What follows belongs to an exercise in optimizing a design on an open flow for small area, a short achievable clock period and few clock cycles per item; a production flow would make more cautious choices. RTL that was checked went through simulation tests only; none was proved equivalent to the original. Only the layout flow was run in runs 2 and 3; the RTL was not checked for function there. No activity file was given, so power comes from the tool's default toggle rates.

[flow/flow/run.sh]
#!/bin/bash
# Standard synthesis, then the standard layout with these changes: ORFS's
# timing repair aims for a larger setup margin, the port buffers are buf_1,
# and clock tree synthesis clusters up to 20 registers per leaf buffer and
# inserts no dummy loads. The clock period and all constraints are unchanged.
set -euo pipefail
bash standard.sh synth > synth.log 2>&1
sed "s/SETUP_SLACK_MARGIN=[0-9.]*/SETUP_SLACK_MARGIN=16.6 'BUFFER_PORTS_ARGS=-buffer_cell sky130_fd_sc_hd__buf_1' 'CTS_ARGS=-sink_clustering_enable -repair_clock_nets -dont_use_dummy_load -sink_clustering_size 20 -sink_clustering_max_diameter 300'/" standard.sh > layout.sh
bash layout.sh > layout.log 2>&1
[flow/standard.sh]
#!/bin/bash
# synth_recipe.tcl (not shown) runs the flow's synth.tcl, then flattens the netlist and writes it again
# the make line also repeats each setting of config.mk as NAME=value (left out here)
make -C /OpenROAD-flow-scripts/flow DESIGN_CONFIG=/design/flow/config.mk WORK_HOME=/design/flow/orfs CLKGATE_MAP_FILE= SYNTH_SCRIPT=/design/flow/synth_recipe.tcl "${@:-finish}"
[flow/constraint.sdc]
create_clock -name core_clock -period 22.0 [get_ports {clk}]
set_input_delay 4.4000 -clock core_clock [delete_from_list [all_inputs] [get_ports {clk}]]
set_output_delay 4.4000 -clock core_clock [all_outputs]
set_load 0.01 [all_outputs]
[flow/design.v]
module merge_alu (
    input  wire [63:0] a,         
    input  wire [63:0] b,         
    input  wire [2:0]  sb,        
    input  wire [2:0]  tgt,       
    input  wire        cin,       
    output wire [63:0] s,         
    output wire        cmsb       
);
    wire [63:0] p = a ^ b;
    wire [63:0] g = a & b;
    wire [63:0] gl [0:3];
    wire [63:0] pl [0:3];
    assign gl[0] = g;
    assign pl[0] = p;
    genvar l, j, k;
    generate
        for (l = 0; l < 3; l = l + 1) begin : lvl
            for (j = 0; j < 64; j = j + 1) begin : bt
                if (((j % 8) >> l) & 1) begin : cmb
                    localparam integer q = (j & ~((1 << l) - 1)) - 1;
                    assign gl[l+1][j] = gl[l][j] | (pl[l][j] & gl[l][q]);
                    assign pl[l+1][j] = pl[l][j] & pl[l][q];
                end else begin : pas
                    assign gl[l+1][j] = gl[l][j];
                    assign pl[l+1][j] = pl[l][j];
                end
            end
        end
    endgenerate
    wire [7:0] bg0, bp0;
    generate
        for (k = 0; k < 8; k = k + 1) begin : bsig
            wire gk = (k == tgt) ? gl[3][8*k+6] : gl[3][8*k+7];
            wire pk = (k == tgt) ? pl[3][8*k+6] : pl[3][8*k+7];
            assign bg0[k] = (k > tgt) ? 1'b0 : (k == sb) ? (gk | (pk & cin)) : gk;
            assign bp0[k] = (k > tgt) ? 1'b1 : (k == sb) ? 1'b0 : pk;
        end
    endgenerate
    wire [7:0] bg [0:3];
    wire [7:0] bp [0:3];
    assign bg[0] = bg0;
    assign bp[0] = bp0;
    generate
        for (l = 0; l < 3; l = l + 1) begin : blvl
            for (k = 0; k < 8; k = k + 1) begin : bb
                if ((k >> l) & 1) begin : cmb
                    localparam integer q = (k & ~((1 << l) - 1)) - 1;
                    assign bg[l+1][k] = bg[l][k] | (bp[l][k] & bg[l][q]);
                    assign bp[l+1][k] = bp[l][k] & bp[l][q];
                end else begin : pas
                    assign bg[l+1][k] = bg[l][k];
                    assign bp[l+1][k] = bp[l][k];
                end
            end
        end
    endgenerate
    wire [7:0] bco = bg[3];
    assign cmsb = bco[7];
    wire [63:0] ci;
    generate
        for (k = 0; k < 8; k = k + 1) begin : cin_b
            wire cb;
            if (k == 0) begin : b0
                assign cb = cin;
            end else begin : bk
                assign cb = (k == sb) ? cin : bco[k-1];
            end
            assign ci[8*k] = cb;
            for (j = 1; j < 8; j = j + 1) begin : cbit
                assign ci[8*k+j] = gl[3][8*k+j-1] | (pl[3][8*k+j-1] & cb);
            end
        end
    endgenerate
    assign s = p ^ ci;
endmodule
module slot_merge_unit (
    input  wire        clk,
    input  wire        rst,
    input  wire        in_valid,
    output wire        in_ready,
    input  wire        in_first,
    input  wire        in_last,
    input  wire [63:0] in_v,
    input  wire        in_t,
    input  wire        in_f,
    input  wire [1:0]  in_lane,
    input  wire [2:0]  in_action,
    input  wire [3:0]  in_op,
    input  wire [5:0]  in_ofs,
    input  wire [5:0]  in_width_m1,
    input  wire        in_bad,
    input  wire        in_bad_policy,
    input  wire [63:0] in_x,
    output reg         out_valid,
    input  wire        out_ready,
    output reg  [63:0] out_v,
    output reg         out_t,
    output reg         out_f,
    output reg         out_collide,
    output reg         out_invalid,
    output reg         out_saturated,
    output reg  [3:0]  out_skipped
);
    localparam ACT_WRITE = 3'd2, ACT_MERGE = 3'd3;
    wire in_mg  = (in_action == ACT_MERGE);
    wire in_sub = in_mg && ((in_op == 4'h2) || (in_op == 4'h3) || (in_op == 4'h4) || (in_op == 4'h5));
    wire in_cnt = in_mg && (in_op == 4'hA);
    wire [63:0] in_xc = in_cnt ? {63'd0, in_x[0]} : in_x;
    wire [63:0] in_y  = (in_xc << {in_ofs[5:3], 3'b000}) ^ {64{in_sub}};
    reg        rdy_q;
    reg        s1v;
    reg [63:0] sy;
    reg [5:0]  sofs, swm1;
    reg [3:0]  sop;
    reg        swr, smg, ssub, sbad, sbp, sfirst, slast;
    reg [63:0] v0;
    reg        t0, f0;
    reg [1:0]  lane;
    assign in_ready = rdy_q;
    wire take = in_valid && rdy_q;
    always @(posedge clk) begin
        sy     <= in_y;
        sofs   <= in_ofs;
        swm1   <= in_width_m1;
        sop    <= in_op;
        swr    <= (in_action == ACT_WRITE);
        smg    <= in_mg;
        ssub   <= in_sub;
        sbad   <= in_bad;
        sbp    <= in_bad_policy;
        sfirst <= in_first;
        slast  <= in_last;
        if (take && in_first) begin
            v0   <= in_v;
            t0   <= in_t;
            f0   <= in_f;
            lane <= in_lane;
        end
    end
    reg [63:0] acc;
    reg        any_wr_q, wbad_q, bpi_q, done_q, sat_q;
    reg [3:0]  skip_q;
    reg        acc_done;
    wire op_or   = (sop == 4'h0);
    wire op_and  = (sop == 4'h1);
    wire op_min  = (sop == 4'h2) || (sop == 4'h3);
    wire op_max  = (sop == 4'h4) || (sop == 4'h5);
    wire op_sgn  = (sop == 4'h3) || (sop == 4'h5);
    wire op_fst  = (sop == 4'h6);
    wire op_bset = (sop == 4'h7);
    wire op_sumu = (sop == 4'h8) || (sop == 4'hA);
    wire op_sums = (sop == 4'h9);
    wire op_xor  = (sop == 4'hB);
    wire op_lane = op_min || op_max || op_sumu || op_sums;
    reg [5:0] lm1;
    always @* begin
        case (lane)
            2'd0: lm1 = 6'd7;
            2'd1: lm1 = 6'd15;
            2'd2: lm1 = 6'd31;
            default: lm1 = 6'd63;
        endcase
    end
    wire [2:0]  sb   = sofs[5:3];
    wire [2:0]  tgt  = sofs[5:3] | lm1[5:3];
    wire [63:0] s;
    wire        cm;
    merge_alu u_alu (
        .a(v0), .b(sy), .sb(sb), .tgt(tgt), .cin(ssub), .s(s), .cmsb(cm)
    );
    wire an_t = v0[{tgt, 3'd7}];
    wire bn_t = sy[{tgt, 3'd7}];
    wire as_t = an_t ^ op_sgn;
    wire bs_t = bn_t ^ op_sgn;
    wire ge1 = as_t || bs_t,  ge0 = as_t && bs_t;      
    wire co1 = an_t || bn_t,  co0 = an_t && bn_t;      
    wire ov1 = !an_t && !bn_t, ov0 = an_t && bn_t;     
    wire sel_s1 = (op_sumu && !co1) || (op_sums && !ov1);
    wire sel_s0 = (op_sumu && !co0) || (op_sums && !ov0);
    wire sel_x1 = (op_min && ge1) || (op_max && !ge1);
    wire sel_x0 = (op_min && ge0) || (op_max && !ge0);
    wire sel_v1 = (op_min && !ge1) || (op_max && ge1);
    wire sel_v0 = (op_min && !ge0) || (op_max && ge0);
    wire sel_s = cm ? sel_s1 : sel_s0;
    wire sel_x = cm ? sel_x1 : sel_x0;
    wire sel_v = cm ? sel_v1 : sel_v0;
    wire sel_1 = op_sumu && (cm ? co1 : co0);
    wire sel_c = op_sums && (cm ? ov1 : ov0);
    integer i;
    wire       mg_bset = smg && op_bset;
    wire [5:0] lo = mg_bset ? sy[5:0] : sofs;
    wire [5:0] hi = mg_bset ? sy[5:0] : (smg && op_lane) ? (sofs | lm1) : (sofs + swm1);
    wire [63:0] xs = sy << sofs[2:0];
    reg [63:0] fld, lmsb;
    always @* begin
        for (i = 0; i < 64; i = i + 1) begin
            fld[i] = (i >= lo) && (i <= hi);
            case (lane)
                2'd0: lmsb[i] = (i % 8  == 7);
                2'd1: lmsb[i] = (i % 16 == 15);
                2'd2: lmsb[i] = (i % 32 == 31);
                default: lmsb[i] = (i == 63);
            endcase
        end
    end
    reg [3:0] tt;    
    always @* begin
        if (swr || op_fst) tt = 4'b1010;
        else if (op_or)    tt = 4'b1110;
        else if (op_and)   tt = 4'b1000;
        else if (op_xor)   tt = 4'b0110;
        else if (op_bset)  tt = 4'b1111;
        else               tt = {sel_v, sel_v || sel_x, 1'b0, sel_x};
    end
    wire sum_op = !swr && (op_sumu || op_sums);
    reg [63:0] f;
    always @* begin
        for (i = 0; i < 64; i = i + 1)
            f[i] = tt[{v0[i], xs[i]}] ||
                   (sum_op && ((sel_s && s[i]) || sel_1 || (sel_c && !(lmsb[i] ^ an_t))));
    end
    wire       sat_t = sel_1 || sel_c;
    wire bpi_cur  = !sfirst && bpi_q;
    wire contrib  = !(op_fst && t0) && !(op_bset && sy[7]);
    wire apply    = smg && !sbad && contrib;
    wire en       = s1v && ((swr && !t0) || (apply && !bpi_cur));
    wire zero_b   = s1v && swr && !t0 && (sfirst || !any_wr_q);
    wire v0_b     = s1v && !zero_b && (sfirst || (smg && sbad && sbp));
    wire acc_b    = !zero_b && !v0_b;
    wire [63:0] base = ({64{v0_b}} & v0) | ({64{acc_b}} & acc);
    wire [63:0] fm   = fld & {64{en}};
    wire [63:0] acc_n = (fm & f) | (~fm & base);
    wire        any_wr_n = s1v ? ((!sfirst && any_wr_q) || swr) : any_wr_q;
    wire        wbad_n   = s1v ? ((!sfirst && wbad_q) || (swr && sbad)) : wbad_q;
    wire        bpi_n    = s1v ? (bpi_cur || (smg && sbad && sbp)) : bpi_q;
    wire        done_n   = s1v ? ((!sfirst && done_q) || apply) : done_q;
    wire        sat_n    = s1v ? ((!sfirst && sat_q) || (apply && sat_t)) : sat_q;
    wire [3:0]  skip_n   = s1v ? ((sfirst ? 4'd0 : skip_q) + {3'd0, smg && sbad}) : skip_q;
    wire out_free = !out_valid || out_ready;
    wire fin      = s1v && slast;
    wire load     = out_free && (acc_done || fin);
    wire acc_done_n = (acc_done || fin) && !out_free;
    wire out_valid_n = load || (out_valid && !out_ready);
    wire s1v_n    = take;
    always @(posedge clk) begin
        acc      <= acc_n;
        any_wr_q <= any_wr_n;
        wbad_q   <= wbad_n;
        bpi_q    <= bpi_n;
        done_q   <= done_n;
        sat_q    <= sat_n;
        skip_q   <= skip_n;
        if (load) begin
            out_v         <= acc_n;
            out_t         <= t0 || any_wr_n || bpi_n || done_n;
            out_f         <= any_wr_n ? (t0 ? f0 : !wbad_n) : (f0 && !bpi_n);
            out_collide   <= any_wr_n && t0;
            out_invalid   <= (any_wr_n && !t0 && wbad_n) || bpi_n;
            out_saturated <= sat_n && !bpi_n;
            out_skipped   <= bpi_n ? 4'd0 : skip_n;
        end
        if (rst) begin
            s1v       <= 1'b0;
            acc_done  <= 1'b0;
            out_valid <= 1'b0;
            rdy_q     <= 1'b1;
        end else begin
            s1v       <= s1v_n;
            acc_done  <= acc_done_n;
            out_valid <= out_valid_n;
            rdy_q     <= !acc_done_n && !(s1v_n && in_last && out_valid_n);
        end
    end
endmodule
[flow/config.mk]
export PLATFORM = sky130hd
export DESIGN_NAME = slot_merge_unit
export DESIGN_NICKNAME = slot_merge_unit
export VERILOG_FILES = /design/flow/design.v
export SDC_FILE = /design/flow/constraint.sdc
export NUM_CORES = 8
export LEC_CHECK = 0
export CAP_MARGIN = 20
export CORE_MARGIN = 2
export CORE_UTILIZATION = 40
export SETUP_SLACK_MARGIN = 2.0
export SLEW_MARGIN = 30
==> results of run 1 <==
-- flip-flops by register name, indices dropped and copies added (netlist names), 4 cells and up --
register	cells
sop	4
out_skipped	4
v0	64
acc	64
sofs	6
swm1	6
out_v	64
sy	64
skip_q	4
-- cells in the final DEF (no fill, tap or decap), drive strengths merged, types with 28 or more instances in the layout --
cell | synthesis | routed
nand3 | 31 | 31
a21oi | 184 | 184
nor3 | 42 | 42
dfxtp | 164 | 164
buf | 34 | 237
xnor2 | 77 | 77
nand2 | 249 | 249
mux4 | 121 | 121
nor2b | 28 | 28
inv | 54 | 54
clkbuf | 119 | 80
a31oi | 43 | 43
o21ai | 124 | 124
edfxtp | 141 | 141
ha | 71 | 71
o21a | 28 | 28
xor2 | 42 | 42
nor2 | 195 | 196
mux2i | 125 | 125
a211oi | 54 | 54
-- timing repair --
action	in CTS	in global routing
gates cloned	5	2
resized for setup	35	88
hold buffers	0	0
pin swaps	4	11
setup endpoints to repair	262	130
buffers inserted	13	3
-- cell type report --
type                    count  area (um2)  share of cell area
multi-input cells        1763       13950              0.5635
well taps                 696       870.8             0.03517
repair buffers            299        1732             0.06993
clock buffers              19       475.5             0.01920
diodes                      1       2.502           0.0001011
flip-flops and latches    305        7526              0.3039
inverters                  54       202.7            0.008186
-- worst reg2reg max path: stages (launching register included) --
cell      delay [ns]
edfxtp_1        0.67
or2_1           0.36
or4_1           0.63
a22oi_1         0.37
a221oi_4        0.17
o211ai_4        0.48
a211oi_4        0.15
nor2_2          0.26
o31a_1          0.17
buf_4           0.38
nor2_2          0.21
buf_4           0.30
a221oi_1        0.75
a21oi_1         0.20
-- stage by stage --
step	setup slack, ns	std cells	utilization	power (W)	hold slack [ns]
global route	16.42	3136	0.4601	0.001697	0.4974
floorplan	15.95	2273	-	0.001074	0.4120
global placement	15.09	3093	0.4393	0.001261	0.4304
finish	16.43	3137	0.4601	0.001635	0.4683
detailed placement	15.06	3094	0.4396	0.001265	0.4324
CTS	16.41	3131	0.4556	0.001620	0.4496
-- layer usage --
| metal | global-route usage | share of wire | vias to the layer above |
|---|---|---|---|
| met1 | 0.4439 | 0.41 | 10010 |
| met3 | 0.07607 | 0.10 | 216 |
| met5 | 0 | 0 | - |
| met4 | 0.1397 | 0.053 | 0 |
| met2 | 0.5014 | 0.44 | 1144 |
| li1 | - | - | 8902 |
-- worst paths after layout --
kind / startpoint / to / slack (ns) / cells past startpoint
max: out_v[63] / out_v[63] / 16.43 / 1
min reg2reg: done_q / done_q / 0.47 / 2
max reg2reg: lane[1] / out_v[23] / 16.62 / 13
min: done_q / done_q / 0.47 / 2
-- power by group through the flow --
stage | clock [W] | combinational [W] | sequential, W
3_3_place_gp | 0 | 0.000540 | 0.000721
3_5_place_dp | 0 | 0.000544 | 0.000721
2_1_floorplan | 0 | 0.000383 | 0.000691
5_1_grt | 0.000376 | 0.000607 | 0.000714
6_report | 0.000352 | 0.000571 | 0.000711
4_1_cts | 0.000360 | 0.000552 | 0.000708
-- kinds of logic (layout without fill, tap and decap cells) --
family          count (synthesis)  count (layout)  share of synthesized area
fa+ha+maj                      81              81                    0.04961
flops                         305             305                     0.3458
buf+inv                       207             372                    0.03741
xor+xnor                      119             119                    0.04794
mux                           261             261                     0.1907
other cells                     0               1                          0
simple gates                  654             656                     0.1356
compound gates                646             646                     0.1930
==> impl_results.md, run 1 <==
* Outcome: complete, no violations
* Synth warn at 2
* First-pass GRT wire length at 135.2 mm
* EDFF count, synth at 141
* Root buf cell: clkbuf_16
* Largest net degree at the start of global routing at 84
* Initial antenna violation count at 3
* Setup Viol. Count Final at 0
* Startpoint types: flip-flop
* Synth top cells by count: nand2_1, nor2_1, a21oi_1, dfxtp_1, edfxtp_1
* Cell area after synthesis at 21,740 um2
* Slew Limit Headroom at 0.2267
* Placed Instance Area at 23,660 um2
* TritonCTS clock tree: yes
* WL per Instance at 30.12 um
* Crit path kind: reg -> out
* Gate Count Post-Synth at 2,273
* CTS Buf Count at 19
* Hold crit path type: reg -> reg
* Vias at 20,270
* Finished Cell Area at 24,760 um2
* Cell Int Power at 0.001036 W
* Mapped Nets at 2,512
* H-tree depth at 1
* I/O pins at 234
* Share of cells above drive strength 1 at 0.1680
* Seq/Total Area, Yosys at 0.3458
* Clock Path Buffers at 3
* Top_reg_cell synth: dfxtp_1
* Crit path max-delay cell type: edfxtp_1
* Max-slew violations at 0
* Bufs and invs on worst path at 1
* DR vias/cell at 6.462
* Sequential group share of total power at 0.435
* Netlist cell types at 83
* # DRC at 0
* Fillers at 5,155
* Area Overhead vs Synth at 13.90%
* GRT overflow at 0
* Die width at 237.1 um
* Tot GR Track Use at 0.3271
* Fmax at 0.1796 GHz
* Count leader, synth: nand2_1
* Biggest area consumer among synthesized cells: edfxtp_1
* Pin slew with the least headroom to its limit at 1.145 ns
* DPL Wire Length at 70.00 mm
* Pwr/cell area at 66.02 nW/um2
* Die Ht at 237.1 um
* Sw frac at 0.3662
* Setup TNS at 0 ns
* Peak supply drop at 0.04757 mV
* Final min period at 5.567 ns
* Logic pwr share at 0.350
* Switching power at 0.0005987 W
* Clock-pin slew on the worst setup and hold paths at 0.08 ns
* MaxCap Viol Count at 0
* Yosys reg bits at 305
* Crit. End Element: output port
* Die area at 56,230 um2
* CP cell instances: clkbuf_2
* Number of global-route vias before repair at 19,170
* Crit-path max cell delay at 0.46 ns
* Clock sinks at 305
* WP data required at 17.60 ns
* Core box area at 53,810 um2
* Mean Syn Cell Area at 9.565 um2
* Number of DRC markers in iteration 0 at 2,273
* Clock power share at 0.215
* Final hold violations at 0
* Clock Skew at 0.06494 ns
* Starting Density at 0.4040
* Share of flip-flops with an asynchronous set or reset at 0
* Ratio of final minimum period to clock period at 0.2530
* Gp weighted congestion at 0.9798
* I/O Buffers at 233
* Final ANT Viol Nets at 0
* Site Rows at 85
* CP delay by family, top: flip-flops
* First drt pass iteration count at 6
* Total wire length at 94.49 mm
* CP max FO at 1
* Static leakage at 9.250 nW
* WP data arrival at 1.17 ns
* RSZ-0062 raised after global routing: yes
* Largest cells by area after synthesis: edfxtp_1, dfxtp_1, mux4_2, mux2i_1, nand2_1
* Fin nets at 2,681
* Clk latency of the worst-skew pair at 0.56 ns
* Synth top area share at 0.1948
Testbench counts, summed over its fixed seeds: cycles 50,915, slots 12,000.
==> run 2, diff against run 1 <==
--- a/flow/design.v
+++ b/flow/design.v
@@ -110,2 +110,5 @@
     wire [63:0] in_y  = (in_xc << {in_ofs[5:3], 3'b000}) ^ {64{in_sub}};
+    reg  [1:0] lane;
+    wire [1:0] in_ln  = in_first ? in_lane : lane;
+    wire [2:0] in_tgt = in_ofs[5:3] | {in_ln == 2'd3, in_ln[1], in_ln != 2'd0};
     reg        rdy_q;
@@ -114,2 +117,3 @@
     reg [5:0]  sofs, swm1;
+    reg [2:0]  stgt;
     reg [3:0]  sop;
@@ -118,3 +122,2 @@
     reg        t0, f0;
-    reg [1:0]  lane;
     assign in_ready = rdy_q;
@@ -125,2 +128,3 @@
         swm1   <= in_width_m1;
+        stgt   <= in_tgt;
         sop    <= in_op;
@@ -155,13 +159,4 @@
     wire op_lane = op_min || op_max || op_sumu || op_sums;
-    reg [5:0] lm1;
-    always @* begin
-        case (lane)
-            2'd0: lm1 = 6'd7;
-            2'd1: lm1 = 6'd15;
-            2'd2: lm1 = 6'd31;
-            default: lm1 = 6'd63;
-        endcase
-    end
     wire [2:0]  sb   = sofs[5:3];
-    wire [2:0]  tgt  = sofs[5:3] | lm1[5:3];
+    wire [2:0]  tgt  = stgt;
     wire [63:0] s;
@@ -192,3 +187,3 @@
     wire [5:0] lo = mg_bset ? sy[5:0] : sofs;
-    wire [5:0] hi = mg_bset ? sy[5:0] : (smg && op_lane) ? (sofs | lm1) : (sofs + swm1);
+    wire [5:0] hi = mg_bset ? sy[5:0] : (smg && op_lane) ? {tgt, 3'b111} : (sofs + swm1);
     wire [63:0] xs = sy << sofs[2:0];
@@ -198,8 +193,3 @@
             fld[i] = (i >= lo) && (i <= hi);
-            case (lane)
-                2'd0: lmsb[i] = (i % 8  == 7);
-                2'd1: lmsb[i] = (i % 16 == 15);
-                2'd2: lmsb[i] = (i % 32 == 31);
-                default: lmsb[i] = (i == 63);
-            endcase
+            lmsb[i] = (i % 8 == 7) && (i / 8 == tgt);    
         end
==> flow/flow/run.sh (replaced) <==
#!/bin/bash
# Standard synthesis, then the standard layout with these changes: ORFS's
# timing repair aims for a larger setup margin, the port buffers are buf_1,
# and clock tree synthesis clusters up to 20 registers per leaf buffer and
# inserts no dummy loads. The clock period and all constraints are unchanged.
set -euo pipefail
bash standard.sh synth > synth.log 2>&1
sed "s/SETUP_SLACK_MARGIN=[0-9.]*/SETUP_SLACK_MARGIN=16.5 'BUFFER_PORTS_ARGS=-buffer_cell sky130_fd_sc_hd__buf_1' 'CTS_ARGS=-sink_clustering_enable -repair_clock_nets -dont_use_dummy_load -sink_clustering_size 20 -sink_clustering_max_diameter 300'/" standard.sh > layout.sh
bash layout.sh > layout.log 2>&1
--- a/flow/config.mk
+++ b/flow/config.mk
@@ -11,2 +11,2 @@
 export SETUP_SLACK_MARGIN = 2.0
-export SLEW_MARGIN = 30
+export SLEW_MARGIN = 40
==> run 2 against run 1 <==
Compared with the run above: via count rose by 8.5%; flip-flop and latch count rose by 3; synthesized cell count rose by 7.4%; sequential power rose by 2%; sequential share of layout area fell by 0.53 points; first-iteration DRC count rose by 20%; power rose by 0.73%; cell count rose by 6.9%; global-route usage rose by 0.60 points; clock skew fell by 0.016 ns; hold slack got worse by 0.017 ns; largest cell class unchanged; largest power group unchanged.
==> impl_results.md, run 2 <==
* Outcome: complete, no violations (unchanged)
* Number of global-route vias before repair at 20,600 (was 19,170)
* First-pass GRT wire length at 145.8 mm (was 135.2 mm)
* Largest cells by area after synthesis: edfxtp_1, dfxtp_1, mux4_2, mux2i_1, nand2_1 (unchanged)
* Mean Syn Cell Area at 9.287 um2 (was 9.565 um2)
* Vias at 21,990 (was 20,270)
* WP data required at 17.60 ns (about the same)
* Static leakage at 9.509 nW (was 9.250 nW)
* Top_reg_cell synth: dfxtp_1 (unchanged)
* Site Rows at 87 (was 85)
* # DRC at 0 (unchanged)
* Footprint of the multi-input gates at 14,600 um2 (was 13,950 um2)
* Clock Path Buffers at 3 (unchanged)
* Gp weighted congestion at 1.001 (was 0.9798)
* Clock sinks at 308 (was 305)
* I/O Buffers at 233 (unchanged)
* Share of flip-flops with an asynchronous set or reset at 0 (unchanged)
* Pwr/cell area at 64.79 nW/um2 (was 66.02 nW/um2)
* CTS Buf Count at 19 (unchanged)
* Tot GR Track Use at 0.3332 (was 0.3271)
* Core Util, Final at 0.4525 (was 0.4601)
* EDFF count, synth at 141 (unchanged)
* Die Ht at 242.1 um (was 237.1 um)
* Crit. End Element: output port (unchanged)
* Fillers at 5,523 (was 5,155)
* Synth warn at 2 (unchanged)
* Count leader, synth: nand2_1 (unchanged)
* Yosys reg bits at 308 (was 305)
* CP max FO at 1 (unchanged)
* Startpoint types: flip-flop (unchanged)
* GRT overflow at 0 (unchanged)
* Slew Limit Headroom at 0.3609 (was 0.2267)
* Netlist cell types at 90 (was 83)
* Area Overhead vs Synth at 12.11% (was 13.90%)
* I/O pins at 234 (unchanged)
* CP delay by family, top: flip-flops (unchanged)
* Mapped Nets at 2,680 (was 2,512)
* DR vias/cell at 6.558 (was 6.462)
* Clk latency of the worst-skew pair at 0.57 ns (was 0.56 ns)
* TritonCTS clock tree: yes (unchanged)
* Die area at 58,590 um2 (was 56,230 um2)
* Fin nets at 2,838 (was 2,681)
* WL per Instance at 29.91 um (was 30.12 um)
* Clock Skew at 0.04891 ns (was 0.06494 ns)
* H-tree depth at 1 (unchanged)
* Hold crit path type: reg -> reg (unchanged)
* Crit path max-delay cell type: edfxtp_1 (unchanged)
* Synth top area share at 0.1868 (was 0.1948)
* Setup TNS at 0 ns (unchanged)
* Crit path kind: reg -> out (unchanged)
* Ratio of final minimum period to clock period at 0.2524 (was 0.2530)
* Commonest non-fill, non-tap cell in the layout: nand2_1 (unchanged)
* CP cell instances: clkbuf_2 (unchanged)
* Initial antenna violation count at 6 (was 3)
* Number of DRC markers in iteration 0 at 2,717 (was 2,273)
* Hold_buf cts at 0 (unchanged)
* Biggest area consumer among synthesized cells: edfxtp_1 (unchanged)
* Largest net degree at the start of global routing at 72 (was 84)
* Die width at 242.1 um (was 237.1 um)
* Cell area after synthesis at 22,670 um2 (was 21,740 um2)
* Root buf cell: clkbuf_16 (unchanged)
* Pin slew with the least headroom to its limit at 0.9586 ns (was 1.145 ns)
* FF+latch area at 7589 um2 (was 7526 um2)
* Max-slew violations at 0 (unchanged)
* Bufs and invs on worst path at 1 (unchanged)
* Gate Count Post-Synth at 2,441 (was 2,273)
* Synth top cells by count: nand2_1, a21oi_1, nor2_1, dfxtp_1, edfxtp_1 (was nand2_1, nor2_1, a21oi_1, dfxtp_1, edfxtp_1)
* MaxCap Viol Count at 0 (unchanged)
* Fmax at 0.1801 GHz (was 0.1796 GHz)
* Placed Instance Area at 24,620 um2 (was 23,660 um2)
* Final hold slack at 0.4514 ns (was 0.4683 ns)
* Clock-pin slew on the worst setup and hold paths at 0.09 ns (was 0.08 ns)
* RSZ-0062 raised after global routing: yes (unchanged)
* Final ANT Viol Nets at 0 (unchanged)
* Setup Viol. Count Final at 0 (unchanged)
* Finished Cell Area at 25,420 um2 (was 24,760 um2)
* Starting Density at 0.4036 (was 0.4040)
* Seq/Total Area, Yosys at 0.3343 (was 0.3458)
* Share of cells above drive strength 1 at 0.1298 (was 0.1680)
* WP data arrival at 1.15 ns (was 1.17 ns)
* Core box area at 56,170 um2 (was 53,810 um2)
* Total wire length at 100.3 mm (was 94.49 mm)
* Peak supply drop at 0.05520 mV (was 0.04757 mV)
* Most frequent cells in the layout: nand2_1, buf_1, a21oi_1, nor2_1, dfxtp_1 (was nand2_1, nor2_1, a21oi_1, buf_1, dfxtp_1)
* Final hold violations at 0 (unchanged)
* DPL Wire Length at 74.52 mm (was 70.00 mm)
* Final min period at 5.552 ns (was 5.567 ns)
* Crit-path max cell delay at 0.42 ns (was 0.46 ns)
* First drt pass iteration count at 6 (unchanged)
## run 2: metal layers
metal | up-vias | GRT usage | routed length [um]
li1 | 9564 | - | -
met1 | 10780 | 0.4664 | 41340
met2 | 1366 | 0.4930 | 42480
met3 | 276 | 0.07766 | 11340
met4 | 6 | 0.1394 | 5120
met5 | - | 0 | 46
## run 2: report_power, final
group	leakage (nW)	internal (W)	switching [W]	total, W
logic	6.56	0.000218	0.000354	0.000571
registers	2.71	0.000661	0.0000634	0.000724
clock network	0.234	0.000154	0.000197	0.000351
total	9.51	0.00103	0.000614	0.00165
## run 2: worst paths after layout
kind,from,to,slack (ns),depth (start not counted)
worst max-delay path,out_v[56],out_v[56],16.45,1
worst min-delay path,sat_q,sat_q,0.45,2
worst max register to register,sy[42],out_v[61],16.63,13
worst min register to register,sat_q,sat_q,0.45,2
## run 2: cell type report
type                            count  share of cell area
Antenna cell                        1          0.00009846
Clock buffer                       19             0.01871
Inverter                           80             0.01182
Multi-Input combinational cell   1895              0.5743
Sequential cell                   308              0.2986
Tap cell                          756             0.03722
Timing Repair Buffer              295             0.05932
## run 2: kinds of logic (layout without fill, tap and decap cells)
| kind of cell | count (synthesis) | after routing | synth area share |
|---|---|---|---|
| AO/OA/AOI/OAI | 692 | 692 | 0.2054 |
| XOR/XNOR | 100 | 100 | 0.03864 |
| adder cells (fa/ha/maj) | 80 | 80 | 0.04714 |
| buffers and inverters | 238 | 394 | 0.04062 |
| flip-flops | 308 | 308 | 0.3343 |
| multiplexers | 259 | 259 | 0.1747 |
| other | 0 | 1 | 0 |
| AND/OR/NAND/NOR | 764 | 764 | 0.1592 |
## run 2: what timing repair did
action | CTS | global route
gates resized for setup | 21 | 32
gates cloned | 1 | 2
pin swaps | 2 | 2
endpoints found under the setup margin | 150 | 119
setup buffers | 4 | 4
## run 2: stage by stage
| step | setup WS [ns] | std cells | power (W) |
|---|---|---|---|
| floorplan | 15.95 | 2441 | 0.001078 |
| global placement | 15.42 | 3319 | 0.001271 |
| detailed placement | 15.36 | 3322 | 0.001279 |
| CTS | 16.42 | 3346 | 0.001633 |
| global route | 16.42 | 3353 | 0.001715 |
| finish | 16.45 | 3354 | 0.001647 |
==> run 3, diff against run 2 <==
--- a/flow/design.v
+++ b/flow/design.v
@@ -111,4 +111,9 @@
     reg  [1:0] lane;
-    wire [1:0] in_ln  = in_first ? in_lane : lane;
-    wire [2:0] in_tgt = in_ofs[5:3] | {in_ln == 2'd3, in_ln[1], in_ln != 2'd0};
+    wire [1:0] in_ln   = in_first ? in_lane : lane;
+    wire [2:0] in_lm   = {in_ln == 2'd3, in_ln[1], in_ln != 2'd0};    
+    wire in_lop  = in_mg && ((in_op == 4'h2) || (in_op == 4'h3) || (in_op == 4'h4) || (in_op == 4'h5) ||
+                             (in_op == 4'h8) || (in_op == 4'h9) || (in_op == 4'hA));
+    wire in_bset = in_mg && (in_op == 4'h7);
+    wire [5:0] in_lo = in_bset ? in_x[5:0] : in_ofs;
+    wire [5:0] in_hi = in_bset ? in_x[5:0] : in_lop ? {in_ofs[5:3] | in_lm, 3'b111} : (in_ofs + in_width_m1);
     reg        rdy_q;
@@ -116,4 +121,3 @@
     reg [63:0] sy;
-    reg [5:0]  sofs, swm1;
-    reg [2:0]  stgt;
+    reg [5:0]  slo, shi;
     reg [3:0]  sop;
@@ -126,5 +130,4 @@
         sy     <= in_y;
-        sofs   <= in_ofs;
-        swm1   <= in_width_m1;
-        stgt   <= in_tgt;
+        slo    <= in_lo;
+        shi    <= in_hi;
         sop    <= in_op;
@@ -158,5 +161,4 @@
     wire op_xor  = (sop == 4'hB);
-    wire op_lane = op_min || op_max || op_sumu || op_sums;
-    wire [2:0]  sb   = sofs[5:3];
-    wire [2:0]  tgt  = stgt;
+    wire [2:0]  sb   = slo[5:3];
+    wire [2:0]  tgt  = shi[5:3];
     wire [63:0] s;
@@ -185,6 +187,3 @@
     integer i;
-    wire       mg_bset = smg && op_bset;
-    wire [5:0] lo = mg_bset ? sy[5:0] : sofs;
-    wire [5:0] hi = mg_bset ? sy[5:0] : (smg && op_lane) ? {tgt, 3'b111} : (sofs + swm1);
-    wire [63:0] xs = sy << sofs[2:0];
+    wire [63:0] xs = sy << slo[2:0];
     reg [63:0] fld, lmsb;
@@ -192,4 +191,4 @@
         for (i = 0; i < 64; i = i + 1) begin
-            fld[i] = (i >= lo) && (i <= hi);
-            lmsb[i] = (i % 8 == 7) && (i / 8 == tgt);    
+            fld[i]  = (i >= slo) && (i <= shi);
+            lmsb[i] = (i % 8 == 7) && (i / 8 == shi[5:3]);    
         end
==> flow/flow/run.sh (replaced) <==
#!/bin/bash
# Standard synthesis, then the standard layout with three changes: ORFS's
# timing repair aims for a larger setup margin, the port buffers are buf_1,
# and clock tree synthesis inserts no dummy loads. The clock period and all
# constraints are unchanged.
set -euo pipefail
bash standard.sh synth > synth.log 2>&1
sed "s/SETUP_SLACK_MARGIN=[0-9.]*/SETUP_SLACK_MARGIN=16.5 'BUFFER_PORTS_ARGS=-buffer_cell sky130_fd_sc_hd__buf_1' 'CTS_ARGS=-sink_clustering_enable -repair_clock_nets -dont_use_dummy_load'/" standard.sh > layout.sh
bash layout.sh > layout.log 2>&1
==> run 3 against run 2 <==
Compared with the run above: clock skew about the same; combinational power grew 11%; clock power rose by 48%; register-to-register slack got worse by 0.03 ns; maximum frequency down 0.77%; highest routed layer is now met4; wire length down 6.2%; largest power group unchanged.
==> impl_results.md, run 3 <==
* Pwr/cell area at 74.21 nW/um2 (was 64.79 nW/um2)
* CP cell instances: buf_2 (was clkbuf_2)
* Startpoint types: flip-flop (unchanged)
* Clock Path Buffers at 3 (unchanged)
* Crit. End Element: output port (unchanged)
* CP max FO at 5 (was 1)
* I/O pins at 234 (unchanged)
* DPL Wire Length at 67.47 mm (was 74.52 mm)
* Initial antenna violation count at 4 (was 6)
* Clock Skew at 0.04908 ns (was 0.04891 ns)
* Slew Limit Headroom at 0.3313 (was 0.3609)
* Root buf cell: clkbuf_16 (unchanged)
* Area Overhead vs Synth at 14.71% (was 12.11%)
* Synth warn at 2 (unchanged)
* CTS Buf Count at 37 (was 19)
* Final min period at 5.595 ns (was 5.552 ns)
* Yosys reg bits at 305 (was 308)
* CP delay by family, top: flip-flops (unchanged)
* EDFF count, synth at 141 (unchanged)
* Flop2flop setup slack at 16.60 ns (was 16.63 ns)
* WL per Instance at 29.13 um (was 29.91 um)
* Mapped Nets at 2,594 (was 2,680)
* I/O Buffers at 233 (unchanged)
* Static leakage at 9.273 nW (was 9.509 nW)
* R2r startpoint: sy[13] (was sy[42])
* WP data arrival at 1.20 ns (was 1.15 ns)
* Synth top cells by count: nand2_1, a21oi_1, nor2_1, dfxtp_1, edfxtp_1 (unchanged)
* Cell area after synthesis at 22,050 um2 (was 22,670 um2)
* Worst slack at placement at 15.26 ns (was 15.36 ns)
* Count leader, synth: nand2_1 (unchanged)
* TritonCTS clock tree: yes (unchanged)
* Die Ht at 238.8 um (was 242.1 um)
* Setup Viol. Count Final at 0 (unchanged)
* Vias at 20,790 (was 21,990)
* Cells on Worst Hold Path at 1 (was 2)
* Share of flip-flops with an asynchronous set or reset at 0 (unchanged)
* Fin nets at 2,766 (was 2,838)
* RSZ-0062 raised after global routing: yes (unchanged)
* Die area at 57,030 um2 (was 58,590 um2)
* Commonest non-fill, non-tap cell in the layout: nand2_1 (unchanged)
* Clk latency of the worst-skew pair at 0.57 ns (about the same)
* Largest net degree at the start of global routing at 77 (was 72)
* DR vias/cell at 6.434 (was 6.558)
* Bufs and invs on worst path at 1 (unchanged)
* Outcome: complete, no violations (unchanged)
* Crit-path max cell delay at 0.45 ns (was 0.42 ns)
* Worst R2R Path Depth at 13 (unchanged)
* First drt pass iteration count at 7 (was 6)
* Setup TNS at 0 ns (unchanged)
* Hold crit path type: reg -> reg (unchanged)
* Core box area at 54,770 um2 (was 56,170 um2)
* Seq/Total Area, Yosys at 0.3408 (was 0.3343)
* R2r endpoint: out_v[40] (was out_v[61])
* Largest cells by area after synthesis: edfxtp_1, dfxtp_1, mux4_2, nand2_1, mux2i_1 (was edfxtp_1, dfxtp_1, mux4_2, mux2i_1, nand2_1)
* Pin slew with the least headroom to its limit at 0.9925 ns (was 0.9586 ns)
* Synth top area share at 0.1920 (was 0.1868)
* WP data required at 17.60 ns (about the same)
* Placed Instance Area at 23,890 um2 (was 24,620 um2)
* Final WS setup at 16.40 ns (was 16.45 ns)
* Crit path kind: reg -> out (unchanged)
* Non-Filler Instances at 3,231 (was 3,354)
* Biggest area consumer among synthesized cells: edfxtp_1 (unchanged)
* Finished Cell Area at 25,300 um2 (was 25,420 um2)
* Final hold violations at 0 (unchanged)
* Most frequent cells in the layout: nand2_1, buf_1, a21oi_1, nor2_1, dfxtp_1 (unchanged)
* Max-slew violations at 0 (unchanged)
* Endpoint, Worst Hold: sat_q (unchanged)
* GRT overflow at 0 (unchanged)
* Site Rows at 86 (was 87)
* Crit path max-delay cell type: dfxtp_2 (was edfxtp_1)
* Peak supply drop at 0.04162 mV (was 0.05520 mV)
* Hold path startpoint: sat_q (unchanged)
* Tot GR Track Use at 0.3231 (was 0.3332)
* Final ANT Viol Nets at 0 (unchanged)
* Mean Syn Cell Area at 9.365 um2 (was 9.287 um2)
* MaxCap Viol Count at 0 (unchanged)
* Fmax at 0.1787 GHz (was 0.1801 GHz)
* H-tree depth at 2 (was 1)
* Starting Density at 0.4027 (was 0.4036)
* Die width at 238.8 um (was 242.1 um)
* # DRC at 0 (unchanged)
* Clock sinks at 305 (was 308)
* Total wire length at 94.13 mm (was 100.3 mm)
* Gp weighted congestion at 1.028 (was 1.001)
* Number of DRC markers in iteration 0 at 2,033 (was 2,717)
* First-pass GRT wire length at 135.7 mm (was 145.8 mm)
* Number of global-route vias before repair at 20,120 (was 20,600)
* Share of cells above drive strength 1 at 0.1556 (was 0.1298)
* Netlist cell types at 96 (was 90)
* Top_reg_cell synth: dfxtp_1 (unchanged)
* Gate Count Post-Synth at 2,355 (was 2,441)
* Dpl cells at 3,170 (was 3,322)
* Ratio of final minimum period to clock period at 0.2543 (was 0.2524)
* Clock-pin slew on the worst setup and hold paths at 0.06 ns (was 0.09 ns)
## run 3: cell types whose count changed after synthesis, moves of 9 or more
cell / delta
a31oi_1: +12
clkbuf_1: -13
inv_1: -23
mux2_2: +9
mux2i_1: -35
nand3_1: -16
nor3_1: +14
nor4_1: -16
o21a_1: -22
o31ai_1: +9
xnor2_1: +57
xor2_1: -34
## run 3: report_power, final
| part | leakage, nW | switching (W) | internal, W |
|---|---|---|---|
| clock | 0.456 | 0.000226 | 0.000294 |
| combinational | 6.13 | 0.000391 | 0.000243 |
| sequential | 2.69 | 0.0000665 | 0.000657 |
## run 3: worst max path at each step
stage	startpoint	to	slack (ns)	depth (start not counted)
after detailed placement	in_op[1]	sy[14]	15.26	8
after floorplan	out_ready	out_collide	15.95	2
final	rdy_q	in_ready	16.40	1
after CTS	out_skipped[3]	out_skipped[3]	16.45	1
after global placement	in_ofs[3]	shi[5]	15.30	11
after global routing	rdy_q	in_ready	16.40	1
## run 3: layout make-up
| class | instances | area (um2) |
|---|---|---|
| Antenna cell | 2 | 5.005 |
| Clock buffer | 37 | 925.9 |
| Fill cell | 5178 | 29470 |
| Inverter | 60 | 232.7 |
| Multi-Input combinational cell | 1833 | 14180 |
| Sequential cell | 305 | 7532 |
| Tap cell | 704 | 880.8 |
| Timing Repair Buffer | 290 | 1543 |
## run 3: layer usage
metal  vias up  share of wire  GRT usage
met5         -              0          0
met4         0          0.066     0.1922
met3       308          0.090    0.06201
li1       9182              -          -
met2      1204           0.45     0.5009
met1     10090           0.40     0.4191
## run 3: through the flow
step,hold WS (ns),util,power [W]
after CTS,0.4593,0.4579,0.001860
after floorplan,0.4120,-,0.001129
after global placement,0.4297,0.4355,0.001329
after detailed placement,0.4459,0.4361,0.001336
after global routing,0.4874,0.4618,0.001945
final,0.4587,0.4619,0.001877
## run 3: kinds of logic (layout without fill, tap and decap cells)
logic type	count (synthesis)	after routing	synth area share
multiplexers	234	234	0.1693
AND/OR/NAND/NOR	745	747	0.1589
flip-flops	305	305	0.3408
AO/OA/AOI/OAI	649	649	0.1936
buffers and inverters	219	387	0.04011
other	0	2	0
XOR/XNOR	123	123	0.04885
adder cells (fa/ha/maj)	80	80	0.04845
## run 3: what timing repair did
action                     CTS  global route
pin swaps                    3            10
gates resized for setup     23            39
cloned                       4             3
buffers inserted             9             6
setup endpoints to repair  177           108
hold buffers                 0             0

-- static timing again, ports no longer ideal --
How much do the figures lean on ideal ports? The routed layouts below were timed once more, with nothing changed but the port constraints. Step 1 sets driving cells, clkbuf_16 on the clock port and buf_2 on the other inputs (assumed; they add their load-dependent delay and slew). Step 2 also shifts input and output timing later by t, the mid clock arrival at the registers, as if the neighbouring blocks saw the same clock. Slacks: ideal / step 1 / step 2; pairs: ideal / step 1.
run | shift t [ns] | setup slack, ns | cell pins on the clock port's net
run 1 | 0.587 | 16.433 / 16.379 / 16.062 | 1
run 2 | 0.611 | 16.448 / 16.386 / 16.028 | 1
run 3 | 0.603 | 16.405 / 16.347 / 15.965 | 1
After both steps setup and hold are still met in every run listed. The setup slack of run 3, which loses most, moves by -0.058 ns with the drivers and by -0.440 ns with both steps.
